Context: an optimization exercise on an open-source flow, tuned for small area, a short achievable clock period and few clock cycles. The choices shown serve that exercise and are no tape-out recipe.
Function was checked by simulation only, so behaviour that the tests miss may differ from the original.
Power figures rest on the tool's default switching activity, not on a simulated workload.

$ cat config.mk
export PLATFORM = sky130hd
export DESIGN_NAME = kn4_mx_pack
export DESIGN_NICKNAME = kn4_mx_pack
export VERILOG_FILES = /design/flow/design.v
export SDC_FILE = /design/flow/constraint.sdc
export NUM_CORES = 4
export LEC_CHECK = 0
export CAP_MARGIN = 5
export CORE_MARGIN = 2
export CORE_UTILIZATION = 60
export CTS_CLUSTER_DIAMETER = 60
export CTS_CLUSTER_SIZE = 40
export PLACE_DENSITY = 0.7
export SLEW_MARGIN = 5
$ cat constraint.sdc
create_clock -name core_clock -period 15.0 [get_ports {clk}]
set_input_delay 3.0000 -clock core_clock [delete_from_list [all_inputs] [get_ports {clk}]]
set_output_delay 3.0000 -clock core_clock [all_outputs]
set_load 0.01 [all_outputs]
$ cat flow/run.sh
#!/bin/bash
# Own layout flow: the standard synthesis unchanged, then the standard ORFS
# layout with plain buffers on the ports and timing repair aimed below the
# clock period (SETUP_SLACK_MARGIN) so that the achieved period shrinks.
set -euo pipefail
MARGIN=${MARGIN:-10.8}
bash standard.sh synth > synth.log 2>&1
bash standard.sh "BUFFER_PORTS_ARGS=-buffer_cell sky130_fd_sc_hd__buf_1" \
    "SETUP_SLACK_MARGIN=$MARGIN" finish > layout.log 2>&1
$ cat standard.sh
#!/bin/bash
# synth_recipe.tcl (not shown) runs the flow's synth.tcl, then flattens the netlist and writes it again
# the make line also repeats each setting of config.mk as NAME=value (left out here)
make -C /OpenROAD-flow-scripts/flow DESIGN_CONFIG=/design/flow/config.mk WORK_HOME=/design/flow/orfs CLKGATE_MAP_FILE= SYNTH_SCRIPT=/design/flow/synth_recipe.tcl "${@:-finish}"
$ cat design.v
module mx_quant (
    input  wire [14:0] it,
    input  wire [1:0]  fmt,     
    input  wire [2:0]  rnd,     
    input  wire        spec,    
    output wire [7:0]  elem,
    output wire        uf,
    output wire        nx
);
    localparam [2:0] RNE = 3'd0, RTZ = 3'd1, RU = 3'd2, RD = 3'd3, RNA = 3'd4;
    function round_up;
        input [2:0] mode;
        input       neg, lsb, g, s;
        begin
            case (mode)
                RNE:     round_up = g & (s | lsb);
                RU:      round_up = ~neg & (g | s);
                RD:      round_up = neg & (g | s);
                RNA:     round_up = g;
                default: round_up = 1'b0;
            endcase
        end
    endfunction
    wire       sgn  = it[14];
    wire       zero = it[13];
    wire [4:0] ef   = it[12:8];
    wire [2:0] sh   = it[7:5];
    wire [3:0] f    = it[4:1];
    wire       st   = it[0];
    wire fb3 = (fmt == 2'd0) | (fmt == 2'd3);    
    wire [9:0] p = {1'b1, f, 5'b0} >> sh;
    wire [6:0] code = fb3 ? {ef[3:0], p[8:6]} : {ef, p[8:7]};
    wire       lsb  = fb3 ? p[6] : p[7];
    wire       g    = fb3 ? p[5] : p[6];
    wire       s    = (fb3 ? (|p[4:0]) : (|p[5:0])) | st;
    wire       up   = round_up(rnd, sgn, lsb, g, s);
    wire [6:0] code_inc = code + 7'd1;
    wire [6:0] rsum     = up ? code_inc : code;
    reg [6:0] maxc;
    reg       ovf;
    always @* begin
        case (fmt)
            2'd0:    begin maxc = 7'h7E; ovf = (code == 7'h7F) | (up & (code == 7'h7E)); end
            2'd1:    begin maxc = 7'h7B; ovf = up & (code == 7'h7B); end
            default: begin maxc = 7'h1F; ovf = up & (code[4:0] == 5'h1F); end
        endcase
    end
    wire [6:0] mag     = ovf ? maxc : rsum;
    wire       inexact = g | s;
    wire allones = fb3 ? (&f[3:1]) : (&f[3:2]);
    wire g_full  = fb3 ? f[0] : f[1];
    wire s_full  = fb3 ? st : (f[0] | st);
    wire reach   = (sh == 3'd1) & allones & round_up(rnd, sgn, 1'b1, g_full, s_full);
    wire tiny    = (sh != 3'd0) & ~reach;
    wire [6:0] magz = zero ? 7'd0 : mag;
    assign elem = spec ? 8'd0 : (fmt[1] ? {2'b00, sgn, magz[4:0]} : {sgn, magz});
    assign nx   = ~spec & ~zero & (inexact | ovf);
    assign uf   = ~spec & ~zero & inexact & tiny;
endmodule
module kn4_mx_pack (
    input  wire         clk,
    input  wire         rst,           
    input  wire         in_valid,
    output wire         in_ready,
    input  wire [31:0]  in_data,       
    input  wire [1:0]   in_fmt,        
    input  wire [2:0]   in_rnd,        
    output reg          out_valid,
    input  wire         out_ready,
    output reg  [7:0]   out_scale,     
    output reg  [255:0] out_elem,      
    output reg  [3:0]   out_flags      
);
    reg        ir_v;                   
    reg        full;                   
    reg [4:0]  n;                      
    reg [5:0]  r;                      
    reg        f_v, b_v;               
    reg [4:0]  wc;                     
    reg        rdy;                    
    wire pop  = (r != 6'd0) & ~b_v;
    wire load = ir_v & (~full | pop);
    assign in_ready = rdy;
    reg [31:0] ir_d;
    reg [1:0]  ir_fmt;
    reg [2:0]  ir_rnd;
    wire ir_free = ~ir_v | ~full | pop;        
    always @(posedge clk) begin
        if (ir_free) begin
            ir_d   <= in_data;
            ir_fmt <= in_fmt;
            ir_rnd <= in_rnd;
        end
    end
    wire        sgn   = ir_d[31];
    wire [7:0]  ex    = ir_d[30:23];
    wire [22:0] fr    = ir_d[22:0];
    wire        ex_z  = (ex == 8'd0);
    wire        ex_f  = (&ex);
    wire        fr_nz = (fr != 23'd0);
    wire        is_nan  = ex_f & fr_nz;
    wire        is_inf  = ex_f & ~fr_nz;
    wire        is_zero = ex_z & ~fr_nz;
    wire        z16 = ~(|fr[22:7]);
    wire [22:0] nb  = z16 ? {fr[6:0], 16'd0} : fr;
    wire        k1  = ~z16 & (|fr[2:0]);
    wire        z8  = ~(|nb[22:15]);
    wire [22:3] nc  = z8 ? {nb[14:3], 8'd0} : nb[22:3];
    wire        k2  = |nc[10:3];
    wire        z4  = ~(|nc[22:19]);
    wire [22:11] nd = z4 ? {nc[18:11], 4'd0} : nc[22:11];
    wire        k3  = |nd[14:11];
    wire        z2  = ~(|nd[22:21]);
    wire [22:15] ne = z2 ? {nd[20:15], 2'd0} : nd[22:15];
    wire        k4  = |ne[16:15];
    wire        z1  = ~ne[22];
    wire [22:17] ng = z1 ? {ne[21:17], 1'b0} : ne[22:17];
    wire        k5  = ng[17];
    wire [4:0]  lz  = {z16, z8, z4, z2, z1};
    wire [8:0]  c_ex = is_zero ? 9'h100 :
                       ex_z    ? (9'd0 - {4'd0, lz}) :
                                 {1'b0, ex};
    wire [3:0]  c_f  = ex_z ? ng[21:18] : fr[22:19];
    wire        c_st = ex_z ? (k1 | k2 | k3 | k4 | k5) : (|fr[18:0]);
    wire [14:0] cin  = {sgn, c_ex, c_f, c_st};
    reg [1:0] fb_fmt;
    reg [2:0] fb_rnd;
    reg [7:0] fb_mx;                   
    reg       fb_spec, fb_nv;
    function [3:0] emax_of;
        input [1:0] fm;
        case (fm)
            2'd0:    emax_of = 4'd8;
            2'd1:    emax_of = 4'd15;
            2'd2:    emax_of = 4'd4;
            default: emax_of = 4'd2;
        endcase
    endfunction
    function [4:0] cf_of;
        input [1:0] fm;
        case (fm)
            2'd0:    cf_of = 5'd15;
            2'd1:    cf_of = 5'd30;
            2'd2:    cf_of = 5'd7;
            default: cf_of = 5'd3;
        endcase
    endfunction
    function [7:0] bias_of;
        input [1:0] fm;
        case (fm)
            2'd0:    bias_of = 8'd7;
            2'd1:    bias_of = 8'd15;
            2'd2:    bias_of = 8'd3;
            default: bias_of = 8'd1;
        endcase
    endfunction
    wire       first   = (n == 5'd0);
    wire [1:0] fmt_c   = first ? ir_fmt : fb_fmt;
    wire [2:0] rnd_c   = first ? ir_rnd : fb_rnd;
    wire [7:0] mx_prev = first ? {4'd0, emax_of(ir_fmt)} : fb_mx;
    wire [7:0] mx_c    = (ex > mx_prev) ? ex : mx_prev;
    wire       spec_c  = (~first & fb_spec) | ex_f;
    wire       nv_c    = (~first & fb_nv) | is_inf | (is_nan & ~fr[22]);
    wire       trans   = load & (n == 5'd31);
    always @(posedge clk) begin
        if (load) begin
            fb_fmt  <= fmt_c;
            fb_rnd  <= rnd_c;
            fb_mx   <= mx_c;
            fb_spec <= spec_c;
            fb_nv   <= nv_c;
        end
    end
    reg signed [9:0] hd_kn1;
    always @(posedge clk) begin
        if (trans)
            hd_kn1 <= $signed({5'd0, cf_of(fb_fmt)}) - $signed({2'd0, mx_c});
    end
    wire [14:0] stg [0:31];
    genvar gi;
    generate
        for (gi = 0; gi < 32; gi = gi + 1) begin : g_fifo
            reg  [14:0] q;
            wire en = (load & (gi <= n)) | (pop & (gi + r >= 32));
            always @(posedge clk) begin
                if (en) q <= (gi == 0) ? cin : stg[(gi == 0) ? 0 : gi - 1];
            end
            assign stg[gi] = q;
        end
    endgenerate
    wire [14:0] hv   = stg[31];
    wire        h_z  = (hv[13:5] == 9'h100);
    wire signed [9:0] ef = $signed({hv[13], hv[13:5]}) + hd_kn1;    
    wire        ef_z = (ef == 10'd0);
    wire        h_nm = ~ef[9] & ~ef_z;
    wire        ef_n4 = &ef[9:2];                                 
    wire [2:0]  h_sh = h_nm ? 3'd0 :
                       ef_z ? 3'd1 :
                       ef_n4 ? (3'd1 - ef[2:0]) : 3'd5;
    wire [4:0]  h_ef = h_nm ? ef[4:0] : 5'd0;
    wire [14:0] item = {hv[14], h_z, h_ef, h_sh, hv[4:0]};
    reg [1:0] op_fmt;
    reg [2:0] op_rnd;
    reg       op_spec, op_nv;
    always @(posedge clk) begin
        if (pop && r == 6'd32) begin
            op_fmt   <= fb_fmt;
            op_rnd   <= fb_rnd;
            op_spec  <= fb_spec;
            op_nv    <= fb_nv;
        end
    end
    reg [14:0] fq, bq;
    wire wr = f_v & ((wc != 5'd0) | ~out_valid | out_ready);
    always @(posedge clk) begin
        if (~f_v | wr)
            fq <= b_v ? bq : item;
        else if (pop)
            bq <= item;
    end
    wire [7:0] q_elem;
    wire       q_uf, q_nx;
    mx_quant u_q (
        .it(fq), .fmt(op_fmt), .rnd(op_rnd), .spec(op_spec),
        .elem(q_elem), .uf(q_uf), .nx(q_nx)
    );
    wire out_free = ~out_valid | out_ready;
    genvar gj;
    generate
        for (gj = 0; gj < 32; gj = gj + 1) begin : g_out
            wire we = f_v & (wc == gj) & ((gj != 0) | out_free);
            always @(posedge clk) begin
                if (we) out_elem[8*gj +: 8] <= q_elem;
            end
        end
    endgenerate
    always @(posedge clk) begin
        if (wr) begin
            if (wc == 5'd0) begin
                out_scale <= op_spec ? 8'hFF : (bias_of(op_fmt) - hd_kn1[7:0]);
                out_flags <= {op_nv, 1'b0, q_uf, q_nx};
            end else begin
                out_flags[1:0] <= out_flags[1:0] | {q_uf, q_nx};
            end
        end
    end
    wire       ir_v_n = ir_free ? in_valid : ir_v;
    wire [4:0] n_n    = n + {4'd0, load};
    wire [5:0] r_n    = trans ? 6'd32 : (r - {5'd0, pop});
    wire [5:0] occ_n  = {1'b0, n_n} + r_n;
    wire       b_v_n  = (~f_v | wr) ? 1'b0 : (pop | b_v);
    always @(posedge clk) begin
        if (rst) begin
            ir_v      <= 1'b0;
            full      <= 1'b0;
            n         <= 5'd0;
            r         <= 6'd0;
            f_v       <= 1'b0;
            b_v       <= 1'b0;
            wc        <= 5'd0;
            out_valid <= 1'b0;
            rdy       <= 1'b1;
        end else begin
            ir_v <= ir_v_n;
            full <= occ_n[5];
            n    <= n_n;
            r    <= r_n;
            b_v  <= b_v_n;
            rdy  <= ~ir_v_n | ~occ_n[5] | ((r_n != 6'd0) & ~b_v_n);
            if (~f_v | wr)
                f_v <= b_v | pop;
            if (wr)
                wc <= wc + 5'd1;
            if (wr && wc == 5'd31)
                out_valid <= 1'b1;
            else if (out_ready)
                out_valid <= 1'b0;
        end
    end
endmodule
==> qor.yml, run 1 <==
status: "timing/DRC/antenna clean"
worst-path-buf-inv: 1
grt_max_degree: 41
rrSetupSlack_ns: 11.01
core_area_um2: 50270
drt-total-wl_um: 55040
viasPerCell: 5.653
cp_slowest_cell: "edfxtp_1"
track_usage_pct: 20.77
antenna_found_initial: 0
placed_area_um2: 32830
ant_nets: 0
finalWorstSetupSlack_ns: 10.78
critPathRequiredTime_ns: 12.00
rsz0062_at_grt: "true"
tightest_slew_ns: 1.067
syn2layout_area_growth_pct: 13.42
clock.fmax_mhz: 236.7
clock_path_buffers: 3
hold_start: "g_fifo[4].q[11]"
period_needed_ns: 4.224
synthCells: 1644
worstHoldEndpoint: "g_fifo[5].q[11]"
grt_pass1_wl_um: 84350
path_max_fanout: 1
place_congestion: 0.9053
final-setup-viol-count: 0
pwr_density_cell_nw_per_um2: 187.3
final-hold-violation-count: 0
grt_overflow: 0
fin_util_pct: 69.04
design_area_um2: 34710
synth_fp_nets: 1735
hold_path_depth: 0
synth_cell_type_count: 73
fp.dieArea_um2: 52830
std_cell_rows: 82
grt.met3_usage_pct: 2.790
die_x_um: 229.8
postCtsHoldBufs: 0
critPathArrivalTime_ns: 1.22
nFillCells: 3240
clock_latency_ns: 0.62
cts_buffers: 42
synth.avg_cell_area_um2: 18.62
gr-usage-met2_pct: 36.92
reg2reg_to: "out_elem[37]"
routedWlPerCell_um: 20.31
dr_total_vias: 15320
ir_drop_mv: 0.1224
fin_setup_tns_ns: 0
htreeDepth: 2
cts_tree: "yes"
grt_pass1_vias: 14809
hpwl_um: 37570
synth-edff-count: 845
initial_core_util_pct: 60.88
end_kind: "output port"
clock-root-buffer: "clkbuf_16"
fin_nets: 2096
drive_above_1_share_pct: 11.87
slew_headroom_pct: 28.30
max_stage_delay_ns: 0.45
synth-main-ff-cell: "edfxtp_1"
portBuffers: 309
drtIter0Drc: 1319
r2r-start: "op_fmt[0]"
ys_ff_latch: 867
timing.final.crit_share_pct: 28.16
cap_violations: 0
power.leakage_nw: 11.62
crit_family: "flip-flops"
yosysWarnings: 2
clk_pin_slew_ns: 0.12
cts_sinks: 867
min_path_type: "register to register"
path_cells: "buf_1"
ios: 311
worst-setup-path-type: "register to output port"
dpl_worst_slack_ns: 10.00
syn_area_um2: 30600
start_kind: "register"
drc: 0
dieHeight_um: 229.8
ys_seq_area_share_pct: 84.35
grt_use_met1_pct: 26.89
busiest_layer: "met2"
async_flop_share_pct: 0
r2r.worst_path.cells: 15
skew_ns: 0.04637
drv_slew: 0
num_antenna_cells: 0
first_pass_iters: 5
cells in the mapped netlist (14+ instances only):
cell      number  area, um^2
a21oi_1       52       260.3
inv_1         49       183.9
nand2_1       69       259.0
a31oi_1       15       93.84
nor2b_1       15       93.84
o22ai_1       25       156.4
a21o_1        15       112.6
nand3_1       24       120.1
o21ai_0       35       175.2
clkbuf_1      39       146.4
nor2_1       123       461.7
edfxtp_1     845       25370
ha_1          48       600.6
mux2_2        14       157.7
dfxtp_1       22       440.4
nand2b_1      18       112.6
nor3_1        29       145.1
mux2i_1       16       160.2
or2_2         14       87.58
xor2_1        16       140.1
routing by layer:
layer / share of wire, % / wire (um)
met5: 0 / 0
met4: 2.6 / 1414
met3: 5.6 / 3063
met2: 51 / 28260
met1: 41 / 22300
cell type report:
cell class / count / area, um^2 / share of cell area, %
clock buffer: 43 / 1076 / 3.100
clock inverter: 34 / 550.5 / 1.586
inverter: 50 / 191.4 / 0.5515
multi-input combinational: 683 / 4623 / 13.32
sequential: 867 / 25820 / 74.38
tap: 672 / 840.8 / 2.422
timing repair buffer: 361 / 1610 / 4.639
worst max path at each step:
stage,slack (ns),startpoint,endpoint,cells past startpoint
2_1_floorplan,10.81,out_ready,rdy,7
3_3_place_gp,10.34,op_fmt[1],out_elem[173],14
3_5_place_dp,10.00,op_fmt[1],out_elem[173],14
4_1_cts,10.75,out_elem[157],out_elem[157],1
5_1_grt,10.68,n[1],hd_kn1[7],17
6_report,10.78,out_elem[107],out_elem[107],1
report_power, final:
group          leakage [nW]  total (mW)  switching [mW]  internal (mW)
clock                 0.779        1.45           0.825          0.622
sequential             8.12        3.85           0.233           3.62
combinational          2.72        1.20           0.841          0.361
through the flow:
stage          power (mW)  instances  hold slack [ns]
2_1_floorplan       4.586       1644           0.4003
3_3_place_gp        5.038       2620           0.4034
3_5_place_dp        5.088       2620           0.4045
4_1_cts             6.551       2705           0.4040
5_1_grt             6.811       2710           0.4055
6_report            6.500       2710           0.4007
sequential cells by signal, summed over array words and instances, names as in the netlist, 5 cells and up:
register,flops
bq,15
fb_mx,8
fq,15
g_fifo.q,480
hd_kn1,9
ir_d,32
n,5
out_elem,256
out_scale,8
r,6
wc,5
cells by family (layout without fill, tap and decap cells):
family                   after synthesis  count (layout)  share of synthesized area (%)
AO/OA/AOI/OAI                        217             218                          4.743
other                                  1               1                        0.01225
flip-flops                           867             867                          84.35
XOR/XNOR                              29              29                         0.8299
AND/OR/NAND/NOR                      353             353                          5.638
adder cells (fa/ha/maj)               50              50                          2.093
multiplexers                          32              32                          1.149
buffers and inverters                 95             488                          1.186
placed cells by master (no fill, tap or decap), types with 15 or more instances in the layout:
cell / netlist / layout
inv_1: 49 / 48
ha_1: 48 / 46
a31oi_1: 15 / 15
nand2b_1: 18 / 18
a21oi_1: 52 / 50
o21ai_0: 35 / 28
dfxtp_1: 22 / 19
nand3_1: 24 / 23
xor2_1: 16 / 16
buf_1: 3 / 269
clkbuf_16: 0 / 43
mux2i_1: 16 / 16
nor3_1: 29 / 28
clkbuf_2: 0 / 32
buf_4: 1 / 51
nor2_1: 123 / 120
nand2_1: 69 / 66
o22ai_1: 25 / 25
edfxtp_1: 845 / 845
timing repair:
item	in CTS	in global routing
gates cloned	1	0
resized for setup	22	50
pin swaps	2	0
endpoints found under the hold margin	0	0
setup endpoints to repair	89	240
buffers inserted	7	4
Testbench counts, summed over its fixed seeds: cycles 12,568.
==> run 2: changes to the inputs <==
--- a/config.mk
+++ b/config.mk
@@ -9,6 +9,6 @@
 export CORE_MARGIN = 2
 export CORE_UTILIZATION = 60
-export CTS_CLUSTER_DIAMETER = 60
-export CTS_CLUSTER_SIZE = 40
+export CTS_CLUSTER_DIAMETER = 40
+export CTS_CLUSTER_SIZE = 16
 export PLACE_DENSITY = 0.7
 export SLEW_MARGIN = 5
==> run 2 against run 1 <==
Against the previous run: clock skew down 0.021 ns; critical path depth stayed put; sequential power is essentially flat; first-iteration DRC count increased by 2.8%; synthesized cell count did not move; power grew 14%; utilization rose by 3.4 points; clock power is 61% higher; register-to-register slack barely moved; design area up 4.9%; non-clock buffer count unchanged; routed wire length up 6.2%.
==> qor.yml, run 2 <==
cp_slowest_cell: "edfxtp_1"  # unchanged
grt_pass1_vias: 15641  # was 14809
syn2layout_area_growth_pct: 18.99  # was 13.42%
yosysWarnings: 2  # unchanged
power.leakage_nw: 12.56  # was 11.62 nW
initial_core_util_pct: 60.88  # unchanged
timing.final.crit_share_pct: 28.24  # was 28.16%
htreeDepth: 3  # was 2
clock.fmax_mhz: 236.1  # was 236.7 MHz
final-setup-viol-count: 0  # unchanged
end_kind: "output port"  # unchanged
min_path_type: "register to register"  # unchanged
clock_latency_ns: 0.63  # was 0.62 ns
final_cell_count_no_fill: 2800  # was 2710
yosys-top-cells-count: "845 x edfxtp_1, 123 x nor2_1, 69 x nand2_1"  # unchanged
fp.dieArea_um2: 52830  # unchanged
die_x_um: 229.8  # unchanged
antenna_found_initial: 0  # unchanged
drv_slew: 0  # unchanged
critPathRequiredTime_ns: 12.00  # about the same
num_antenna_cells: 0  # unchanged
synth-main-ff-cell: "edfxtp_1"  # unchanged
largestRegisters: "g_fifo.q x480, out_elem x256, ir_d x32"  # unchanged
clockPowerShare_pct: 31.5  # was 22.3%
yosysMostFrequentCell: "edfxtp_1"  # unchanged
fin_util_pct: 72.44  # was 69.04%
first_pass_iters: 5  # unchanged
grt_overflow: 0  # unchanged
drt-total-wl_um: 58450  # was 55040 um
ir_drop_mv: 0.1152  # was 0.1224 mV
final_common_cell: "edfxtp_1"  # unchanged
status: "timing/DRC/antenna clean"  # unchanged
drive_above_1_share_pct: 17.29  # was 11.87%
synth_area_leaders: "edfxtp_1 83%, ha_1 2.0%, nor2_1 1.5%, dfxtp_1 1.4%, a21oi_1 0.85%"  # unchanged
pwr_density_cell_nw_per_um2: 203.9  # was 187.3 nW/um^2
dpl_worst_slack_ns: 10.00  # unchanged
switching_power_mw: 2.054  # was 1.899 mW
final-hold-violation-count: 0  # unchanged
worst-path-buf-inv: 1  # unchanged
tightest_slew_ns: 1.044  # was 1.067 ns
cap_violations: 0  # unchanged
synth-edff-count: 845  # unchanged
synth_fp_nets: 1735  # unchanged
grt_pass1_wl_um: 89660  # was 84350 um
fin_setup_tns_ns: 0  # unchanged
finalWorstSetupSlack_ns: 10.76  # was 10.78 ns
dr_total_vias: 15864  # was 15320
synth_cell_type_count: 73  # unchanged
critPathArrivalTime_ns: 1.24  # was 1.22 ns
path_max_fanout: 1  # unchanged
skew_ns: 0.02525  # was 0.04637 ns
cts_sinks: 867  # unchanged
ys_ff_latch: 867  # unchanged
place_congestion: 0.9053  # unchanged
largest_reg_flops: 480  # unchanged
dieHeight_um: 229.8  # unchanged
yosysTopAreaCell: "edfxtp_1"  # unchanged
std_cell_rows: 82  # unchanged
postCtsHoldBufs: 0  # unchanged
cts_tree: "yes"  # unchanged
synth.avg_cell_area_um2: 18.62  # unchanged
syn_area_um2: 30600  # unchanged
cts_buffers: 91  # was 42
slew_headroom_pct: 30.13  # was 28.30%
largest_register: "g_fifo.q"  # unchanged
ant_nets: 0  # unchanged
crit_family: "flip-flops"  # unchanged
place_inst: 2620  # unchanged
routedWlPerCell_um: 20.88  # was 20.31 um
p_int_mw: 5.372  # was 4.601 mW
worst-setup-path-type: "register to output port"  # unchanged
synthCells: 1644  # unchanged
finalPower_mw: 7.426  # was 6.500 mW
grt_max_degree: 39  # was 41
start_kind: "register"  # unchanged
hpwl_um: 37570  # unchanged
viasPerCell: 5.666  # was 5.653
clock-root-buffer: "clkbuf_16"  # unchanged
drtIter0Drc: 1356  # was 1319
track_usage_pct: 22.22  # was 20.77%
clock_path_buffers: 3  # unchanged
ys_seq_area_share_pct: 84.35  # unchanged
core_area_um2: 50270  # unchanged
fin_nets: 2145  # was 2096
clk_pin_slew_ns: 0.07  # was 0.12 ns
ios: 311  # unchanged
seq_power_share_pct: 52.0  # was 59.2%
max_stage_delay_ns: 0.45  # about the same
rsz0062_at_grt: "true"  # unchanged
layout_common_cells: "845 x edfxtp_1, 218 x buf_1, 120 x nor2_1, 93 x clkbuf_16, 73 x clkbuf_2"  # was 845 x edfxtp_1, 269 x buf_1, 120 x nor2_1, 66 x nand2_1, 51 x buf_4
period_needed_ns: 4.236  # was 4.224 ns
path_cells: "clkbuf_2"  # was buf_1
portBuffers: 309  # unchanged
swShare_pct: 27.66  # was 29.21%
power_frac_comb_pct: 16.5  # was 18.5%
async_flop_share_pct: 0  # unchanged
synth_top_area_share_pct: 82.91  # unchanged
drc: 0  # unchanged
## run 2: changes by cell type in the layout (fill, tap and decap cells not counted), sizes merged
cell,before,now
clkbuf,75,168
buf,329,288
clkinv,8,34
bufinv,1,12
clkinvlp,3,7
inv,72,69
## run 2: metrics by stage
stage	instance area (um^2)	hold slack, ns
floorplan	30650	0.4003
global placement	32830	0.4034
detailed placement	32830	0.4045
CTS	36210	0.4052
global route	36420	0.4109
finish	36420	0.4017
## run 2: timing repair
action,4_1_cts,5_1_grt
gates cloned,1,0
resized for setup,33,92
pin swaps,1,1
endpoints found under the setup margin,132,296
endpoints found under the hold margin,0,0
setup buffers,8,4
## run 2: final cells by class
class	instances	area, um^2
multi-input combinational	683	4624
clock buffer	95	2335
clock inverter	72	902.1
sequential	867	25820
fill	3075	13860
inverter	50	191.4
timing repair buffer	361	1705
tap	672	840.8
## run 2: cells by family (layout without fill, tap and decap cells)
group,count (synthesis),after routing,synth area share (%)
adder cells (fa/ha/maj),50,50,2.093
AND/OR/NAND/NOR,353,353,5.638
other,1,1,0.01225
AO/OA/AOI/OAI,217,218,4.743
buffers and inverters,95,578,1.186
XOR/XNOR,29,29,0.8299
multiplexers,32,32,1.149
flip-flops,867,867,84.35
## run 2: per-layer routing
metal | up-vias | routed length (um) | global-route usage, %
met5 | - | 0 | 0
met2 | 674 | 30120 | 38.61
met4 | 0 | 1504 | 7.097
li1 | 7207 | - | -
met1 | 7876 | 23050 | 28.58
met3 | 107 | 3774 | 4.167
## run 2: final timing paths
path | startpoint | endpoint | slack [ns] | cells after the start
worst max-delay path | out_elem[106] | out_elem[106] | 10.76 | 1
worst min-delay path | g_fifo[27].q[13] | g_fifo[28].q[13] | 0.40 | 0
worst max register to register | n[2] | hd_kn1[7] | 11.02 | 16
worst min register to register | g_fifo[27].q[13] | g_fifo[28].q[13] | 0.40 | 0
## run 2: power by group through the flow
stage | clock network (mW) | logic (mW) | registers [mW]
after floorplan | 0 | 0.781 | 3.81
after global placement | 0 | 1.15 | 3.89
after detailed placement | 0 | 1.18 | 3.90
after CTS | 2.40 | 1.21 | 3.88
after global routing | 2.49 | 1.35 | 3.92
final | 2.34 | 1.22 | 3.86
==> run 3: changes to the inputs <==
--- a/config.mk
+++ b/config.mk
@@ -9,6 +9,7 @@
 export CORE_MARGIN = 2
 export CORE_UTILIZATION = 60
-export CTS_CLUSTER_DIAMETER = 40
-export CTS_CLUSTER_SIZE = 16
+export CTS_BUF_LIST = sky130_fd_sc_hd__clkbuf_8
+export CTS_CLUSTER_DIAMETER = 45
+export CTS_CLUSTER_SIZE = 20
 export PLACE_DENSITY = 0.7
 export SLEW_MARGIN = 5
==> run 3 against run 2 <==
Against the previous run: still clean; combinational power about the same; synthesized area is the same; hold slack improved by 0.0043 ns; sequential share of layout area is 3.0 points higher; largest cell class unchanged; highest routed layer is now met5.
==> qor.yml, run 3 <==
final-hold-violation-count: 0  # unchanged
final-setup-viol-count: 0  # unchanged
wl_met3_um: 3723  # was 3774 um
fin_setup_tns_ns: 0  # unchanged
critPathArrivalTime_ns: 1.29  # was 1.24 ns
die_x_um: 229.8  # unchanged
rsz0062_at_grt: "true"  # unchanged
first_pass_iters: 8  # was 5
p_int_mw: 4.552  # was 5.372 mW
power_frac_comb_pct: 18.9  # was 16.5%
switching_power_mw: 1.884  # was 2.054 mW
syn2layout_area_growth_pct: 14.12  # was 18.99%
r2r.worst_path.cells: 8  # was 16
drtIter0Drc: 1247  # was 1356
yosysWarnings: 2  # unchanged
synthCells: 1644  # unchanged
design_area_um2: 34920  # was 36420 um^2
largest_register: "g_fifo.q"  # unchanged
drc: 0  # unchanged
start_kind: "register"  # unchanged
wl_met1_um: 22180  # was 23050 um
seq_power_share_pct: 59.8  # was 52.0%
period_needed_ns: 4.289  # was 4.236 ns
synth-edff-count: 845  # unchanged
htreeDepth: 3  # unchanged
power.leakage_nw: 12.21  # was 12.56 nW
highest_layer: "met5"  # was met4
fp.dieArea_um2: 52830  # unchanged
drive_above_1_share_pct: 23.03  # was 17.29%
grt_max_degree: 39  # unchanged
swShare_pct: 29.27  # was 27.66%
end_kind: "output port"  # unchanged
clk_pin_slew_ns: 0.11  # was 0.07 ns
dr_total_vias: 15448  # was 15864
placed_area_um2: 32830  # unchanged
whs_ns: 0.4060  # was 0.4017 ns
async_flop_share_pct: 0  # unchanged
fin_nets: 2127  # was 2145
ant_nets: 0  # unchanged
hold_path_depth: 0  # unchanged
cts_tree: "yes"  # unchanged
status: "timing/DRC/antenna clean"  # unchanged
tightest_slew_ns: 1.167  # was 1.044 ns
path_depth: 1  # unchanged
final_common_cell: "edfxtp_1"  # unchanged
initial_core_util_pct: 60.88  # unchanged
track_usage_pct: 21.30  # was 22.22%
clock_path_buffers: 3  # unchanged
viasPerCell: 5.605  # was 5.666
yosysTopAreaCell: "edfxtp_1"  # unchanged
grt_overflow: 0  # unchanged
worst-path-buf-inv: 1  # unchanged
largest_reg_flops: 480  # unchanged
synth-main-ff-cell: "edfxtp_1"  # unchanged
core_area_um2: 50270  # unchanged
grt_pass1_wl_um: 85450  # was 89660 um
path_cells: "buf_6"  # was clkbuf_2
cap_violations: 0  # unchanged
critPathRequiredTime_ns: 12.00  # about the same
ir_drop_mv: 0.1668  # was 0.1152 mV
antenna_found_initial: 1  # was 0
hpwl_um: 37570  # unchanged
crit_family: "flip-flops"  # unchanged
routed-wl-met2_um: 28370  # was 30120 um
std_cell_rows: 82  # unchanged
ys_seq_area_share_pct: 84.35  # unchanged
routedWlPerCell_um: 20.48  # was 20.88 um
clock.fmax_mhz: 233.2  # was 236.1 MHz
drt-total-wl_um: 56440  # was 58450 um
synth_cell_type_count: 73  # unchanged
grt_pass1_vias: 15121  # was 15641
synth_fp_nets: 1735  # unchanged
min_path_type: "register to register"  # unchanged
clockPowerShare_pct: 21.3  # was 31.5%
num_antenna_cells: 0  # unchanged
cts_buffers: 72  # was 91
largestRegisters: "g_fifo.q x480, out_elem x256, ir_d x32"  # unchanged
syn_area_um2: 30600  # unchanged
synth.avg_cell_area_um2: 18.62  # unchanged
place_congestion: 0.9053  # unchanged
worst-setup-path-type: "register to output port"  # unchanged
yosysMostFrequentCell: "edfxtp_1"  # unchanged
ios: 311  # unchanged
cp_slowest_cell: "edfxtp_1"  # unchanged
clock_latency_ns: 0.67  # was 0.63 ns
path_max_fanout: 1  # unchanged
cts_sinks: 867  # unchanged
timing.final.crit_share_pct: 28.59  # was 28.24%
max_stage_delay_ns: 0.45  # about the same
ys_ff_latch: 867  # unchanged
portBuffers: 309  # unchanged
nFillCells: 3255  # was 3075
dieHeight_um: 229.8  # unchanged
drv_slew: 0  # unchanged
synth_area_leaders: "edfxtp_1 83%, ha_1 2.0%, nor2_1 1.5%, dfxtp_1 1.4%, a21oi_1 0.85%"  # unchanged
clock-root-buffer: "clkbuf_8"  # was clkbuf_16
yosys-top-cells-count: "845 x edfxtp_1, 123 x nor2_1, 69 x nand2_1"  # unchanged
slew_headroom_pct: 21.74  # was 30.13%
layout_common_cells: "845 x edfxtp_1, 180 x clkbuf_2, 120 x nor2_1, 75 x buf_1, 74 x clkbuf_8"  # was 845 x edfxtp_1, 218 x buf_1, 120 x nor2_1, 93 x clkbuf_16, 73 x clkbuf_2
pwr_density_cell_nw_per_um2: 184.3  # was 203.9 nW/um^2
skew_ns: 0.02742  # was 0.02525 ns
synth_top_area_share_pct: 82.91  # unchanged
-- run 3: cell count changes in the layout (fill, tap and decap cells not counted), moves of 11 or more --
cell,change
buf_1,-143
clkbuf_2,+107
clkbuf_16,-93
clkbuf_8,+74
buf_2,+36
clkinv_1,-11
-- run 3: kinds of logic (layout without fill, tap and decap cells) --
family	count (synthesis)	after routing	synth area share, %
DFF	867	867	84.35
buffers and inverters	95	534	1.186
and+or+nand+nor	353	353	5.638
AOI/OAI and AO/OA	217	218	4.743
xor gates and xnor gates	29	29	0.8299
adders and majority gates	50	50	2.093
muxes	32	32	1.149
other	1	1	0.01225
-- run 3: timing repair --
| action | CTS | global route |
|---|---|---|
| pin swaps | 2 | 0 |
| hold endpoints to repair | 0 | 0 |
| buffers inserted | 9 | 3 |
| gates cloned | 1 | 0 |
| gates resized for setup | 72 | 199 |
| endpoints found under the setup margin | 342 | 468 |
| hold buffers | 0 | 0 |
-- run 3: power groups by stage --
stage | Combinational, mW | Clock (mW) | Sequential, mW
after CTS | 1.21 | 1.41 | 3.86
final | 1.22 | 1.37 | 3.85
after floorplan | 0.781 | 0 | 3.81
after global placement | 1.15 | 0 | 3.89
after detailed placement | 1.18 | 0 | 3.90
after global routing | 1.35 | 1.50 | 3.90
-- run 3: final timing paths --
check / start / endpoint / slack (ns)
setup / recovery: out_elem[100] / out_elem[100] / 10.71
hold / removal: g_fifo[17].q[9] / g_fifo[18].q[9] / 0.41
setup reg to reg: fq[6] / out_elem[78] / 10.91
hold reg to reg: g_fifo[17].q[9] / g_fifo[18].q[9] / 0.41
-- run 3: cell type report --
cell class                 count  area [um^2]  area share [%]
clock inverter                48        540.5           1.548
tap                          672        840.8           2.407
inverter                      50        191.4          0.5481
multi-input combinational    683         4608           13.19
timing repair buffer         362         1904           5.453
sequential                   867        25820           73.93
clock buffer                  74         1018           2.916
-- run 3: per-stage QoR --
step                      total power [mW]  util (%)  setup WS [ns]  std cells
after CTS                            6.483     68.85          10.67       2752
after global placement               5.038     65.29          10.34       2620
after global routing                 6.755     69.47          10.60       2756
final                                6.436     69.47          10.71       2756
after detailed placement             5.088     65.29          10.00       2620
after floorplan                      4.586         -          10.81       1644
-- run 3: routing by layer --
layer  up-vias  global-route usage (%)
met4         2                   8.891
met5         -                       0
met2       620                   36.43
li1       7137                       -
met3       119                   4.551
met1      7570                   26.61
==> run 4: changes to the inputs <==
--- a/config.mk
+++ b/config.mk
@@ -9,7 +9,6 @@
 export CORE_MARGIN = 2
 export CORE_UTILIZATION = 60
-export CTS_BUF_LIST = sky130_fd_sc_hd__clkbuf_8
-export CTS_CLUSTER_DIAMETER = 45
-export CTS_CLUSTER_SIZE = 20
-export PLACE_DENSITY = 0.7
+export CTS_CLUSTER_DIAMETER = 60
+export CTS_CLUSTER_SIZE = 30
+export PLACE_DENSITY = 0.62
 export SLEW_MARGIN = 5
==> run 4 against run 3 <==
Against the previous run: worst setup slack better by 0.050 ns; via count down 0.86%; clock-buffer cell count down 26; utilization down 0.33 points; synthesized area unchanged; die area unchanged; power up 0.71%; flip-flop and latch count unchanged; critical path type unchanged; largest cell class unchanged; highest routed layer is now met4.
==> qor.yml, run 4 <==
status: "timing/DRC/antenna clean"  # unchanged
synth-edff-count: 845  # unchanged
critPathRequiredTime_ns: 12.00  # about the same
cp_slowest_cell: "edfxtp_1"  # unchanged
grt_pass1_vias: 14776  # was 15121
largest_reg_flops: 480  # unchanged
synth_cell_type_count: 73  # unchanged
grt_max_degree: 39  # unchanged
viasPerCell: 5.651  # was 5.605
layout_common_cells: "845 x edfxtp_1, 229 x buf_1, 120 x nor2_1, 68 x clkbuf_2, 66 x nand2_1"  # was 845 x edfxtp_1, 180 x clkbuf_2, 120 x nor2_1, 75 x buf_1, 74 x clkbuf_8
final-hold-violation-count: 0  # unchanged
syn_area_um2: 30600  # unchanged
ios: 311  # unchanged
clk_pin_slew_ns: 0.10  # was 0.11 ns
synth_fa_ha_area_share_pct: 2.093  # unchanged
worst-path-buf-inv: 1  # unchanged
synth_area_leaders: "edfxtp_1 83%, ha_1 2.0%, nor2_1 1.5%, dfxtp_1 1.4%, a21oi_1 0.85%"  # unchanged
path_depth: 1  # unchanged
cts_buffers: 46  # was 72
dpl_worst_slack_ns: 9.967  # was 10.00 ns
tightest_slew_ns: 1.101  # was 1.167 ns
core_area_um2: 50270  # unchanged
drive_above_1_share_pct: 13.75  # was 23.03%
drc: 0  # unchanged
synth_compound_area_share_pct: 4.742  # unchanged
fin_nets: 2098  # was 2127
place_congestion: 0.8852  # was 0.9053
r2r.worst_path.cells: 16  # was 8
routedWlPerCell_um: 20.72  # was 20.48 um
ys_ff_latch: 867  # unchanged
cap_violations: 0  # unchanged
rsz0062_at_grt: "true"  # unchanged
cts_tree: "yes"  # unchanged
htreeDepth: 2  # was 3
clock_path_buffers: 3  # unchanged
hold_path_depth: 0  # unchanged
critPathArrivalTime_ns: 1.24  # was 1.29 ns
hpwl_um: 38130  # was 37570 um
async_flop_share_pct: 0  # unchanged
crit_family: "flip-flops"  # unchanged
synth_top_area_share_pct: 82.91  # unchanged
finalPower_mw: 6.482  # was 6.436 mW
path_max_fanout: 1  # unchanged
first_pass_iters: 5  # was 8
yosysMostFrequentCell: "edfxtp_1"  # unchanged
path_cells: "clkbuf_2"  # was buf_6
die_x_um: 229.8  # unchanged
worst-setup-path-type: "register to output port"  # unchanged
synth_xor_xnor_area_share_pct: 0.8299  # unchanged
final-setup-viol-count: 0  # unchanged
ant_nets: 0  # unchanged
cts_sinks: 867  # unchanged
drt-total-wl_um: 56160  # was 56440 um
std_cell_rows: 82  # unchanged
drv_slew: 0  # unchanged
synth.avg_cell_area_um2: 18.62  # unchanged
largestRegisters: "g_fifo.q x480, out_elem x256, ir_d x32"  # unchanged
portBuffers: 309  # unchanged
initial_core_util_pct: 60.88  # unchanged
min_path_type: "register to register"  # unchanged
finalWorstSetupSlack_ns: 10.76  # was 10.71 ns
ys_seq_area_share_pct: 84.35  # unchanged
placed_area_um2: 32810  # was 32830 um^2
design_area_um2: 34760  # was 34920 um^2
skew_ns: 0.01908  # was 0.02742 ns
grt_overflow: 0  # unchanged
synth-simple-area-share_pct: 5.638  # unchanged
syn2layout_area_growth_pct: 13.57  # was 14.12%
largest_register: "g_fifo.q"  # unchanged
timing.final.crit_share_pct: 28.26  # was 28.59%
synthCells: 1644  # unchanged
clock-root-buffer: "clkbuf_16"  # was clkbuf_8
start_kind: "register"  # unchanged
final_common_cell: "edfxtp_1"  # unchanged
clock_latency_ns: 0.60  # was 0.67 ns
grt_pass1_wl_um: 85560  # was 85450 um
yosysTopAreaCell: "edfxtp_1"  # unchanged
synthMuxAreaShare_pct: 1.149  # unchanged
yosys-top-cells-count: "845 x edfxtp_1, 123 x nor2_1, 69 x nand2_1"  # unchanged
pwr_density_cell_nw_per_um2: 186.5  # was 184.3 nW/um^2
dieHeight_um: 229.8  # unchanged
fp.dieArea_um2: 52830  # unchanged
synth_top_family_by_area: "simple AND/OR/NAND/NOR gates"  # unchanged
fin_setup_tns_ns: 0  # unchanged
dr_total_vias: 15315  # was 15448
period_needed_ns: 4.239  # was 4.289 ns
clock.fmax_mhz: 235.9  # was 233.2 MHz
antenna_found_initial: 1  # unchanged
drtIter0Drc: 1092  # was 1247
slew_headroom_pct: 26.04  # was 21.74%
synth_fp_nets: 1735  # unchanged
ir_drop_mv: 0.1548  # was 0.1668 mV
synth-main-ff-cell: "edfxtp_1"  # unchanged
power.leakage_nw: 11.73  # was 12.21 nW
yosysWarnings: 2  # unchanged
track_usage_pct: 21.13  # was 21.30%
end_kind: "output port"  # unchanged
max_stage_delay_ns: 0.47  # was 0.45 ns
-- run 4: where the power goes --
part	leakage, nW	internal (mW)	total (mW)	switching [mW]
sequential	8.12	3.62	3.85	0.226
combinational	2.84	0.364	1.21	0.845
clock	0.768	0.626	1.43	0.800
-- run 4: layout make-up --
cell class	count	area, um^2
Multi-Input combinational cell	683	4632
Inverter	50	191.4
Tap cell	672	840.8
Sequential cell	867	25820
Clock buffer	48	1180
Timing Repair Buffer	359	1683
Clock inverter	30	407.9
Fill cell	3329	15520
Antenna cell	1	2.502
-- run 4: what timing repair did --
item | 4_1_cts | 5_1_grt
hold buffers | 0 | 0
pin swaps | 2 | 2
resized for setup | 26 | 87
buffers inserted | 8 | 4
cloned | 1 | 0
setup endpoints to repair | 101 | 286
-- run 4: cells by family (layout without fill, tap and decap cells) --
logic type | count (synthesis) | after routing
AO/OA/AOI/OAI | 217 | 218
XOR/XNOR | 29 | 29
adder cells (fa/ha/maj) | 50 | 50
buffers and inverters | 95 | 487
flip-flops | 867 | 867
multiplexers | 32 | 32
other | 1 | 2
AND/OR/NAND/NOR | 353 | 353
-- run 4: metal layers --
metal	track usage (%)	share of wire, %	up-vias
li1	-	-	7053
met1	27.27	41	7707
met2	37.92	52	478
met3	3.522	5.3	77
met4	4.657	2.0	0
met5	0	0	-
-- run 4: worst paths after layout --
| path | start | endpoint | slack [ns] |
|---|---|---|---|
| worst max-delay path | out_elem[10] | out_elem[10] | 10.76 |
| worst min register to register | g_fifo[0].q[8] | g_fifo[1].q[8] | 0.42 |
| worst min-delay path | g_fifo[0].q[8] | g_fifo[1].q[8] | 0.42 |
| worst max register to register | n[1] | hd_kn1[7] | 11.02 |
-- run 4: worst reg2reg max path: stages, from the launching register on --
cell and delay, ns:
dfxtp_1 0.41, or3_1 0.47, nor2_2 0.26, a21o_1 0.18, ha_1 0.22, and3_1 0.16, and3_1 0.16, a211o_2 0.30
buf_4 0.15, o21ai_0 0.26, ha_1 0.26, a2111oi_0 0.08, mux2i_1 0.23, a31oi_1 0.12, o21bai_1 0.21, nand2_1 0.11
xor2_1 0.15
-- run 4: per-stage QoR --
stage	cells	utilization, %	hold WS [ns]
after detailed placement	2618	65.26	0.4045
after CTS	2705	68.72	0.4128
final	2710	69.14	0.4163
after floorplan	1644	-	0.4003
after global routing	2710	69.14	0.4069
after global placement	2618	65.26	0.4000
==> run 5: changes to the inputs <==
--- a/flow/run.sh
+++ b/flow/run.sh
@@ -4,5 +4,5 @@
 # clock period (SETUP_SLACK_MARGIN) so that the achieved period shrinks.
 set -euo pipefail
-MARGIN=${MARGIN:-10.8}
+MARGIN=${MARGIN:-11.0}
 bash standard.sh synth > synth.log 2>&1
 bash standard.sh "BUFFER_PORTS_ARGS=-buffer_cell sky130_fd_sc_hd__buf_1" \
--- a/config.mk
+++ b/config.mk
@@ -11,4 +11,4 @@
 export CTS_CLUSTER_DIAMETER = 60
 export CTS_CLUSTER_SIZE = 30
-export PLACE_DENSITY = 0.62
+export PLACE_DENSITY = 0.7
 export SLEW_MARGIN = 5
==> run 5 against run 4 <==
Against the previous run: still clean; synthesized cell count did not move; sequential power barely moved; worst setup slack improved by 0.037 ns; sequential share of layout area fell by 0.93 points; die area did not move; clock-buffer cell count rose by 2; combinational power rose by 3%; clock skew rose by 0.012 ns; power rose by 1.3%; critical path depth did not move; routed wire length rose by 2.0%; synthesized area did not move; critical endpoint is now out_elem[101]; largest power group unchanged; highest routed layer is now met5.
==> qor.yml, run 5 <==
status: "timing/DRC/antenna clean"  # unchanged
drt-total-wl_um: 57270  # was 56160 um
largest_register: "g_fifo.q"  # unchanged
drc: 0  # unchanged
clock_latency_ns: 0.61  # was 0.60 ns
ios: 311  # unchanged
grt_max_degree: 39  # unchanged
nFillCells: 3252  # was 3329
synth_fa_ha_area_share_pct: 2.093  # unchanged
r2r-start: "fq[6]"  # was n[1]
die_x_um: 229.8  # unchanged
clock_path_buffers: 3  # unchanged
synth_fp_nets: 1735  # unchanged
drtIter0Drc: 1131  # was 1092
yosys-top-cells-count: "845 x edfxtp_1, 123 x nor2_1, 69 x nand2_1"  # unchanged
cp_slowest_cell: "edfxtp_1"  # unchanged
largestRegisters: "g_fifo.q x480, out_elem x256, ir_d x32"  # unchanged
place_congestion: 0.8926  # was 0.8852
synth_top_area_share_pct: 82.91  # unchanged
critPathArrivalTime_ns: 1.20  # was 1.24 ns
largest_reg_flops: 480  # unchanged
placed_area_um2: 32840  # was 32810 um^2
ant_nets: 0  # unchanged
ys_seq_area_share_pct: 84.35  # unchanged
final-setup-viol-count: 0  # unchanged
synth_top_family_by_area: "simple AND/OR/NAND/NOR gates"  # unchanged
synth-simple-area-share_pct: 5.638  # unchanged
dpl_worst_slack_ns: 10.04  # was 9.967 ns
fin_nets: 2116  # was 2098
cts_tree: "yes"  # unchanged
grt_pass1_vias: 15019  # was 14776
track_usage_pct: 21.25  # was 21.13%
worst-setup-path-type: "register to output port"  # unchanged
max_stage_delay_ns: 0.44  # was 0.47 ns
synthMuxAreaShare_pct: 1.149  # unchanged
place_inst: 2619  # was 2618
final-hold-violation-count: 0  # unchanged
min_path_type: "register to register"  # unchanged
portBuffers: 309  # unchanged
path_max_fanout: 1  # unchanged
clock.fmax_mhz: 238.0  # was 235.9 MHz
core_area_um2: 50270  # unchanged
critPathRequiredTime_ns: 12.00  # about the same
grt_overflow: 0  # unchanged
syn2layout_area_growth_pct: 15.07  # was 13.57%
clock-root-buffer: "clkbuf_16"  # unchanged
r2r.worst_path.cells: 8  # was 16
fp.dieArea_um2: 52830  # unchanged
finalWorstSetupSlack_ns: 10.80  # was 10.76 ns
postCtsHoldBufs: 0  # unchanged
antenna_found_initial: 1  # unchanged
design_area_um2: 35220  # was 34760 um^2
yosysMostFrequentCell: "edfxtp_1"  # unchanged
viasPerCell: 5.694  # was 5.651
yosysTopAreaCell: "edfxtp_1"  # unchanged
cts_buffers: 45  # was 46
fin_setup_tns_ns: 0  # unchanged
start_kind: "register"  # unchanged
whs_ns: 0.3987  # was 0.4163 ns
synth-edff-count: 845  # unchanged
drive_above_1_share_pct: 22.03  # was 13.75%
async_flop_share_pct: 0  # unchanged
synth_compound_area_share_pct: 4.742  # unchanged
initial_core_util_pct: 60.88  # unchanged
syn_area_um2: 30600  # unchanged
dieHeight_um: 229.8  # unchanged
drv_slew: 0  # unchanged
tightest_slew_ns: 1.147  # was 1.101 ns
htreeDepth: 2  # unchanged
power.leakage_nw: 12.27  # was 11.73 nW
worst-path-buf-inv: 1  # unchanged
worstHoldEndpoint: "g_fifo[9].q[0]"  # was g_fifo[1].q[8]
end_kind: "output port"  # unchanged
std_cell_rows: 82  # unchanged
synth_area_leaders: "edfxtp_1 83%, ha_1 2.0%, nor2_1 1.5%, dfxtp_1 1.4%, a21oi_1 0.85%"  # unchanged
grt_pass1_wl_um: 85880  # was 85560 um
synth_cell_type_count: 73  # unchanged
yosysWarnings: 2  # unchanged
final_cell_count_no_fill: 2729  # was 2710
hold_path_depth: 0  # unchanged
skew_ns: 0.03110  # was 0.01908 ns
cap_violations: 0  # unchanged
crit_family: "flip-flops"  # unchanged
clk_pin_slew_ns: 0.10  # about the same
pwr_density_cell_nw_per_um2: 186.4  # was 186.5 nW/um^2
timing.final.crit_share_pct: 28.01  # was 28.26%
path_cells: "buf_6"  # was clkbuf_2
final_common_cell: "edfxtp_1"  # unchanged
first_pass_iters: 5  # unchanged
slew_headroom_pct: 23.24  # was 26.04%
reg2reg_to: "out_elem[238]"  # was hd_kn1[7]
ys_ff_latch: 867  # unchanged
synth.avg_cell_area_um2: 18.62  # unchanged
fin_util_pct: 70.05  # was 69.14%
ir_drop_mv: 0.1298  # was 0.1548 mV
routedWlPerCell_um: 20.98  # was 20.72 um
synth_xor_xnor_area_share_pct: 0.8299  # unchanged
cts_sinks: 867  # unchanged
rsz0062_at_grt: "true"  # unchanged
dr_total_vias: 15538  # was 15315
rrSetupSlack_ns: 10.93  # was 11.02 ns
layout_common_cells: "845 x edfxtp_1, 165 x clkbuf_2, 119 x nor2_1, 85 x buf_1"  # was 845 x edfxtp_1, 229 x buf_1, 120 x nor2_1, 68 x clkbuf_2, 66 x nand2_1
synthCells: 1644  # unchanged
hpwl_um: 38070  # was 38130 um
period_needed_ns: 4.202  # was 4.239 ns
hold_start: "g_fifo[8].q[0]"  # was g_fifo[0].q[8]
finalPower_mw: 6.565  # was 6.482 mW
synth-main-ff-cell: "edfxtp_1"  # unchanged
path_depth: 1  # unchanged
[run 5: cell counts after synthesis]
No cell type changed its count.
[run 5: how the worst max path moves through the flow]
stage | start | to
global placement | op_fmt[1] | out_elem[189]
finish | out_elem[101] | out_elem[101]
CTS | out_elem[101] | out_elem[101]
floorplan | out_ready | bq[0]
global route | out_elem[242] | out_elem[242]
detailed placement | op_fmt[1] | out_elem[189]
[run 5: cell families after synthesis]
| kind of cell | Yosys count |
|---|---|
| flops | 867 |
| simple gates | 353 |
| compound gates | 217 |
| buf+inv | 95 |
| fa+ha+maj | 50 |
| mux | 32 |
| xor+xnor | 29 |
| other cells | 1 |
[run 5: layout make-up]
cell class                      count  area, um^2  share of cell area [%]
Antenna cell                        1       2.502                0.007106
Clock buffer                       50        1197                   3.400
Clock inverter                     28       440.4                   1.251
Inverter                           50       191.4                  0.5436
Multi-Input combinational cell    684        4720                   13.40
Sequential cell                   867       25830                   73.35
Tap cell                          672       840.8                   2.387
Timing Repair Buffer              377        1992                   5.656
[run 5: metal layers]
metal,global-route usage (%),up-vias,wire (um)
met5,0,-,13
met4,5.645,2,1490
met3,3.596,99,3643
met2,37.37,587,29360
met1,27.69,7749,22760
li1,-,7101,-
[run 5: repair_timing]
| item | CTS | global route |
|---|---|---|
| gates cloned | 1 | 1 |
| resized for setup | 84 | 195 |
| pin swaps | 2 | 9 |
| setup buffers | 8 | 21 |
| setup endpoints to repair | 484 | 514 |
[run 5: power breakdown]
| part | switching [mW] | internal [mW] | total [mW] |
|---|---|---|---|
| clock network | 0.791 | 0.666 | 1.46 |
| logic | 0.870 | 0.384 | 1.25 |
| registers | 0.233 | 3.62 | 3.85 |
==> run 6: changes to the inputs <==
--- a/flow/run.sh
+++ b/flow/run.sh
@@ -4,6 +4,6 @@
 # clock period (SETUP_SLACK_MARGIN) so that the achieved period shrinks.
 set -euo pipefail
-MARGIN=${MARGIN:-11.0}
+MARGIN=${MARGIN:-10.8}
 bash standard.sh synth > synth.log 2>&1
 bash standard.sh "BUFFER_PORTS_ARGS=-buffer_cell sky130_fd_sc_hd__buf_1" \
-    "SETUP_SLACK_MARGIN=$MARGIN" finish > layout.log 2>&1
+    "SETUP_SLACK_MARGIN=$MARGIN" "CTS_ARGS=-sink_clustering_enable -repair_clock_nets -sink_clustering_size 30 -sink_clustering_max_diameter 60 -sink_clustering_levels 2" finish > layout.log 2>&1
==> run 6 against run 5 <==
Against the previous run: design area shrank 1.9%; sequential power about the same; hold slack better by 0.017 ns; synthesized cell count unchanged; flip-flop and latch count unchanged; largest power group unchanged; combinational power is 3% lower; clock power fell by 8%; die area did not move; fmax is 0.39% higher; utilization decreased by 1.4 points; sequential share of layout area up 1.4 points.
==> qor.yml, run 6 <==
tightest_slew_ns: 1.098  # was 1.147 ns
min_path_type: "register to register"  # unchanged
yosysTopAreaCell: "edfxtp_1"  # unchanged
grt_max_degree: 39  # unchanged
synth.avg_cell_area_um2: 18.62  # unchanged
final-setup-viol-count: 0  # unchanged
skew_ns: 0.01154  # was 0.03110 ns
first_pass_iters: 5  # unchanged
ys_ff_latch: 867  # unchanged
drtIter0Drc: 1289  # was 1131
fin_setup_tns_ns: 0  # unchanged
clock_path_buffers: 3  # unchanged
cap_violations: 0  # unchanged
period_needed_ns: 4.185  # was 4.202 ns
fin_util_pct: 68.70  # was 70.05%
synth_cell_type_count: 73  # unchanged
drv_slew: 0  # unchanged
layout_common_cells: "845 x edfxtp_1, 284 x buf_1, 120 x nor2_1, 66 x nand2_1, 50 x a21oi_1"  # was 845 x edfxtp_1, 165 x clkbuf_2, 119 x nor2_1, 85 x buf_1
num_antenna_cells: 0  # was 1
grt_overflow: 0  # unchanged
placed_area_um2: 32830  # was 32840 um^2
final-hold-violation-count: 0  # unchanged
max_stage_delay_ns: 0.44  # about the same
syn_area_um2: 30600  # unchanged
ir_drop_mv: 0.1223  # was 0.1298 mV
rsz0062_at_grt: "true"  # unchanged
syn2layout_area_growth_pct: 12.85  # was 15.07%
design_area_um2: 34540  # was 35220 um^2
htreeDepth: 2  # unchanged
routedWlPerCell_um: 20.32  # was 20.98 um
synth-edff-count: 845  # unchanged
cts_buffers: 43  # was 45
fp.dieArea_um2: 52830  # unchanged
largestRegisters: "g_fifo.q x480, out_elem x256, ir_d x32"  # unchanged
path_cells: "clkbuf_2"  # was buf_6
pwr_density_cell_nw_per_um2: 185.6  # was 186.4 nW/um^2
largest_register: "g_fifo.q"  # unchanged
viasPerCell: 5.667  # was 5.694
yosysMostFrequentCell: "edfxtp_1"  # unchanged
start_kind: "register"  # unchanged
fin_nets: 2098  # was 2116
yosys-top-cells-count: "845 x edfxtp_1, 123 x nor2_1, 69 x nand2_1"  # unchanged
die_x_um: 229.8  # unchanged
core_area_um2: 50270  # unchanged
initial_core_util_pct: 60.88  # unchanged
worst-setup-path-type: "register to output port"  # unchanged
cts_tree: "yes"  # unchanged
critPathArrivalTime_ns: 1.19  # was 1.20 ns
synth_top_area_share_pct: 82.91  # unchanged
synth_area_leaders: "edfxtp_1 83%, ha_1 2.0%, nor2_1 1.5%, dfxtp_1 1.4%, a21oi_1 0.85%"  # unchanged
track_usage_pct: 20.65  # was 21.25%
drt-total-wl_um: 55030  # was 57270 um
final_common_cell: "edfxtp_1"  # unchanged
critPathRequiredTime_ns: 12.00  # about the same
synth_fp_nets: 1735  # unchanged
synthCells: 1644  # unchanged
clock_latency_ns: 0.60  # was 0.61 ns
ys_seq_area_share_pct: 84.35  # unchanged
clk_pin_slew_ns: 0.10  # about the same
clock.fmax_mhz: 238.9  # was 238.0 MHz
whs_ns: 0.4156  # was 0.3987 ns
drc: 0  # unchanged
crit_family: "flip-flops"  # unchanged
hpwl_um: 37570  # was 38070 um
portBuffers: 309  # unchanged
cts_sinks: 867  # unchanged
ios: 311  # unchanged
async_flop_share_pct: 0  # unchanged
place_congestion: 0.9053  # was 0.8926
path_max_fanout: 1  # unchanged
finalPower_mw: 6.411  # was 6.565 mW
power.leakage_nw: 11.51  # was 12.27 nW
dieHeight_um: 229.8  # unchanged
clock-root-buffer: "clkbuf_16"  # unchanged
status: "timing/DRC/antenna clean"  # unchanged
ant_nets: 0  # unchanged
timing.final.crit_share_pct: 27.90  # was 28.01%
std_cell_rows: 82  # unchanged
grt_pass1_wl_um: 83890  # was 85880 um
end_kind: "output port"  # unchanged
slew_headroom_pct: 26.53  # was 23.24%
drive_above_1_share_pct: 11.05  # was 22.03%
largest_reg_flops: 480  # unchanged
yosysWarnings: 2  # unchanged
dr_total_vias: 15346  # was 15538
worst-path-buf-inv: 1  # unchanged
cp_slowest_cell: "edfxtp_1"  # unchanged
grt_pass1_vias: 14759  # was 15019
synth-main-ff-cell: "edfxtp_1"  # unchanged
antenna_found_initial: 0  # was 1
[run 6: final timing paths]
check | cells after the start | slack (ns) | start | endpoint
min | 0 | 0.42 | g_fifo[19].q[13] | g_fifo[20].q[13]
max | 1 | 10.81 | out_elem[157] | out_elem[157]
min reg2reg | 0 | 0.42 | g_fifo[19].q[13] | g_fifo[20].q[13]
max reg2reg | 15 | 11.01 | op_fmt[0] | out_elem[141]
[run 6: area by class of cell]
class,instances,area (um^2)
flip-flops and latches,867,25820
fillers,3287,15740
multi-input cells,683,4603
repair buffers,362,1643
clock buffers,43,1076
well taps,672,840.8
clock inverters,31,362.8
inverters,50,191.4
[run 6: timing repair]
item | 4_1_cts | 5_1_grt
endpoints found under the setup margin | 82 | 227
cloned | 1 | 0
gates resized for setup | 16 | 40
hold buffers | 0 | 0
pin swaps | 1 | 1
buffers inserted | 8 | 4
[run 6: report_power, final]
part	internal (mW)	switching, mW
Combinational	0.369	0.845
Sequential	3.62	0.232
Clock	0.599	0.748
Total	4.59	1.82
[run 6: kinds of logic after synthesis]
kind of cell / share of synthesized area [%]
mux: 1.149
other cells: 0.01225
simple gates: 5.638
flops: 84.35
xor+xnor: 0.8299
buf+inv: 1.186
compound gates: 4.743
fa+ha+maj: 2.093
[run 6: per-stage QoR]
step	std cells	setup WS (ns)
floorplan	1644	10.81
global placement	2620	10.34
detailed placement	2620	10.00
CTS	2703	10.77
global route	2708	10.68
finish	2708	10.81
[run 6: metal layers]
layer / GRT usage [%] / share of wire (%)
met4: 6.089 / 2.4
met1: 26.74 / 40
met2: 36.47 / 51
met3: 3.162 / 6.5
met5: 0 / 0
==> run 7: changes to the inputs <==
--- a/flow/run.sh
+++ b/flow/run.sh
@@ -7,3 +7,3 @@
 bash standard.sh synth > synth.log 2>&1
 bash standard.sh "BUFFER_PORTS_ARGS=-buffer_cell sky130_fd_sc_hd__buf_1" \
-    "SETUP_SLACK_MARGIN=$MARGIN" "CTS_ARGS=-sink_clustering_enable -repair_clock_nets -sink_clustering_size 30 -sink_clustering_max_diameter 60 -sink_clustering_levels 2" finish > layout.log 2>&1
+    "SETUP_SLACK_MARGIN=$MARGIN" "CTS_ARGS=-sink_clustering_enable -repair_clock_nets -sink_clustering_size 30 -sink_clustering_max_diameter 60 -balance_levels" finish > layout.log 2>&1
==> run 7 against run 6 <==
Against the previous run: power is the same; clock-buffer cell count unchanged; flip-flop and latch count stayed put; combinational power about the same; critical endpoint unchanged; non-clock buffer count unchanged; largest cell class unchanged; sequential power about the same; die area unchanged; critical path depth unchanged.
==> qor.yml, run 7 <==
cts_tree: "yes"  # unchanged
antenna_found_initial: 0  # unchanged
final-setup-viol-count: 0  # unchanged
cts_sinks: 867  # unchanged
critPathRequiredTime_ns: 12.00  # about the same
worst-setup-path-type: "register to output port"  # unchanged
cp_slowest_cell: "edfxtp_1"  # unchanged
fin_setup_tns_ns: 0  # unchanged
fin_nets: 2098  # unchanged
finalWorstSetupSlack_ns: 10.81  # unchanged
drv_slew: 0  # unchanged
r2r-start: "op_fmt[0]"  # unchanged
ys_seq_area_share_pct: 84.35  # unchanged
drive_above_1_share_pct: 11.05  # unchanged
tightest_slew_ns: 1.098  # unchanged
die_x_um: 229.8  # unchanged
largestRegisters: "g_fifo.q x480, out_elem x256, ir_d x32"  # unchanged
end_kind: "output port"  # unchanged
grt_pass1_wl_um: 83890  # unchanged
worst-path-buf-inv: 1  # unchanged
crit_start: "out_elem[157]"  # unchanged
grt_pass1_vias: 14759  # unchanged
drtIter0Drc: 1289  # unchanged
synth_top_area_share_pct: 82.91  # unchanged
first_pass_iters: 5  # unchanged
portBuffers: 309  # unchanged
yosysMostFrequentCell: "edfxtp_1"  # unchanged
drt-total-wl_um: 55030  # unchanged
yosysWarnings: 2  # unchanged
start_kind: "register"  # unchanged
grt_overflow: 0  # unchanged
synth_area_leaders: "edfxtp_1 83%, ha_1 2.0%, nor2_1 1.5%, dfxtp_1 1.4%, a21oi_1 0.85%"  # unchanged
final_common_cell: "edfxtp_1"  # unchanged
hpwl_um: 37570  # unchanged
critPathArrivalTime_ns: 1.19  # about the same
crit_family: "flip-flops"  # unchanged
max_stage_delay_ns: 0.44  # about the same
syn_area_um2: 30600  # unchanged
viasPerCell: 5.667  # unchanged
clock_path_buffers: 3  # unchanged
std_cell_rows: 82  # unchanged
worstSetupEndpoint: "out_elem[157]"  # unchanged
synth-main-ff-cell: "edfxtp_1"  # unchanged
fp.dieArea_um2: 52830  # unchanged
clock_latency_ns: 0.60  # about the same
htreeDepth: 2  # unchanged
yosysTopAreaCell: "edfxtp_1"  # unchanged
synth.avg_cell_area_um2: 18.62  # unchanged
skew_ns: 0.01154  # unchanged
initial_core_util_pct: 60.88  # unchanged
core_area_um2: 50270  # unchanged
largest_register: "g_fifo.q"  # unchanged
place_inst: 2620  # unchanged
clk_pin_slew_ns: 0.10  # about the same
rrSetupSlack_ns: 11.01  # about the same
track_usage_pct: 20.65  # unchanged
placed_area_um2: 32830  # unchanged
synthCells: 1644  # unchanged
syn2layout_area_growth_pct: 12.85  # unchanged
dieHeight_um: 229.8  # unchanged
timing.final.crit_share_pct: 27.90  # unchanged
final-hold-violation-count: 0  # unchanged
ios: 311  # unchanged
synth-edff-count: 845  # unchanged
rsz0062_at_grt: "true"  # unchanged
reg2reg_to: "out_elem[141]"  # unchanged
cts_buffers: 43  # unchanged
path_depth: 1  # unchanged
routedWlPerCell_um: 20.32  # unchanged
layout_common_cells: "845 x edfxtp_1, 284 x buf_1, 120 x nor2_1, 66 x nand2_1, 50 x a21oi_1"  # unchanged
final_cell_count_no_fill: 2708  # unchanged
synth_fp_nets: 1735  # unchanged
place_congestion: 0.9053  # unchanged
r2r.worst_path.cells: 15  # unchanged
postCtsHoldBufs: 0  # unchanged
status: "timing/DRC/antenna clean"  # unchanged
ys_ff_latch: 867  # unchanged
grt_max_degree: 39  # unchanged
power.leakage_nw: 11.51  # unchanged
dr_total_vias: 15346  # unchanged
slew_headroom_pct: 26.53  # unchanged
synth_cell_type_count: 73  # unchanged
period_needed_ns: 4.185  # unchanged
ir_drop_mv: 0.1223  # unchanged
num_antenna_cells: 0  # unchanged
path_max_fanout: 1  # unchanged
pwr_density_cell_nw_per_um2: 185.6  # unchanged
dpl_worst_slack_ns: 10.00  # unchanged
design_area_um2: 34540  # unchanged
cap_violations: 0  # unchanged
min_path_type: "register to register"  # unchanged
path_cells: "clkbuf_2"  # unchanged
yosys-top-cells-count: "845 x edfxtp_1, 123 x nor2_1, 69 x nand2_1"  # unchanged
ant_nets: 0  # unchanged
drc: 0  # unchanged
clock-root-buffer: "clkbuf_16"  # unchanged
async_flop_share_pct: 0  # unchanged
largest_reg_flops: 480  # unchanged
clock.fmax_mhz: 238.9  # unchanged
run 7: cell counts after synthesis:
No cell type changed its count.
run 7: timing repair:
action | in CTS | in global routing
pin swaps | 1 | 1
endpoints found under the hold margin | 0 | 0
cloned | 1 | 0
gates resized for setup | 16 | 40
setup buffers | 8 | 4
endpoints found under the setup margin | 82 | 227
run 7: logic make-up after synthesis:
group | share of synthesized area, %
compound gates | 4.743
xor+xnor | 0.8299
fa+ha+maj | 2.093
buf+inv | 1.186
flops | 84.35
mux | 1.149
other cells | 0.01225
simple gates | 5.638
run 7: worst min-delay path by stage:
stage	startpoint	end	slack (ns)	cells after the start
after floorplan	ir_rnd[0]	fb_rnd[0]	0.40	0
after global placement	g_fifo[23].q[9]	g_fifo[24].q[9]	0.40	0
after detailed placement	g_fifo[10].q[13]	g_fifo[11].q[13]	0.40	0
after CTS	g_fifo[17].q[9]	g_fifo[18].q[9]	0.42	0
after global routing	g_fifo[19].q[1]	g_fifo[20].q[1]	0.42	0
final	g_fifo[19].q[13]	g_fifo[20].q[13]	0.42	0
run 7: metrics by stage:
step	power [mW]	util [%]	hold slack, ns
2_1_floorplan	4.586	-	0.4003
3_3_place_gp	5.038	65.29	0.4034
3_5_place_dp	5.088	65.29	0.4045
4_1_cts	6.462	68.44	0.4191
5_1_grt	6.723	68.70	0.4245
6_report	6.411	68.70	0.4156
run 7: layer usage:
metal,track usage [%],up-vias,routed length [um]
li1,-,7067,-
met1,26.74,7596,22070
met2,36.47,603,28030
met3,3.162,80,3587
met4,6.089,0,1343
met5,0,-,0
run 7: cell type report:
| class | instances | area (um^2) |
|---|---|---|
| Sequential cell | 867 | 25820 |
| Clock buffer | 43 | 1076 |
| Timing Repair Buffer | 362 | 1643 |
| Fill cell | 3287 | 15740 |
| Clock inverter | 31 | 362.8 |
| Tap cell | 672 | 840.8 |
| Multi-Input combinational cell | 683 | 4603 |
| Inverter | 50 | 191.4 |
run 7: power breakdown:
part           switching (mW)  internal (mW)  leakage [nW]
registers               0.232           3.62          8.12
clock network           0.748          0.599         0.698
logic                   0.845          0.369          2.69

==> static timing again, ports no longer ideal <==
Ports are ideal in the flow. The routed layouts listed here were re-timed in OpenROAD. Step 1 (the two cells are an assumption about what drives the block):
set clk [get_ports {clk}]
set_driving_cell -lib_cell sky130_fd_sc_hd__clkbuf_16 $clk
set_driving_cell -lib_cell sky130_fd_sc_hd__buf_2 [delete_from_list [all_inputs] $clk]
Step 2 times the ports against the registers' clock, not the clock port: input delays grow and output delays shrink by t, the midpoint of the rising clock arrivals with the driver on. Slacks: no drivers / after step 1 / after step 2; pairs: no drivers / after step 1.
run | t, ns | slack for setup (ns) | cell pins on the clock port's net
run 1 | 0.653 | 10.776 / 10.724 / 10.503 | 1
run 2 | 0.673 | 10.764 / 10.706 / 10.529 | 1
run 3 | 0.705 | 10.711 / 10.662 / 10.509 | 1
run 4 | 0.652 | 10.761 / 10.705 / 10.523 | 1
run 5 | 0.648 | 10.798 / 10.743 / 10.580 | 1
run 6 | 0.647 | 10.815 / 10.763 / 10.520 | 1
run 7 | 0.647 | 10.815 / 10.763 / 10.520 | 1
After both steps setup and hold are still met in every run listed.
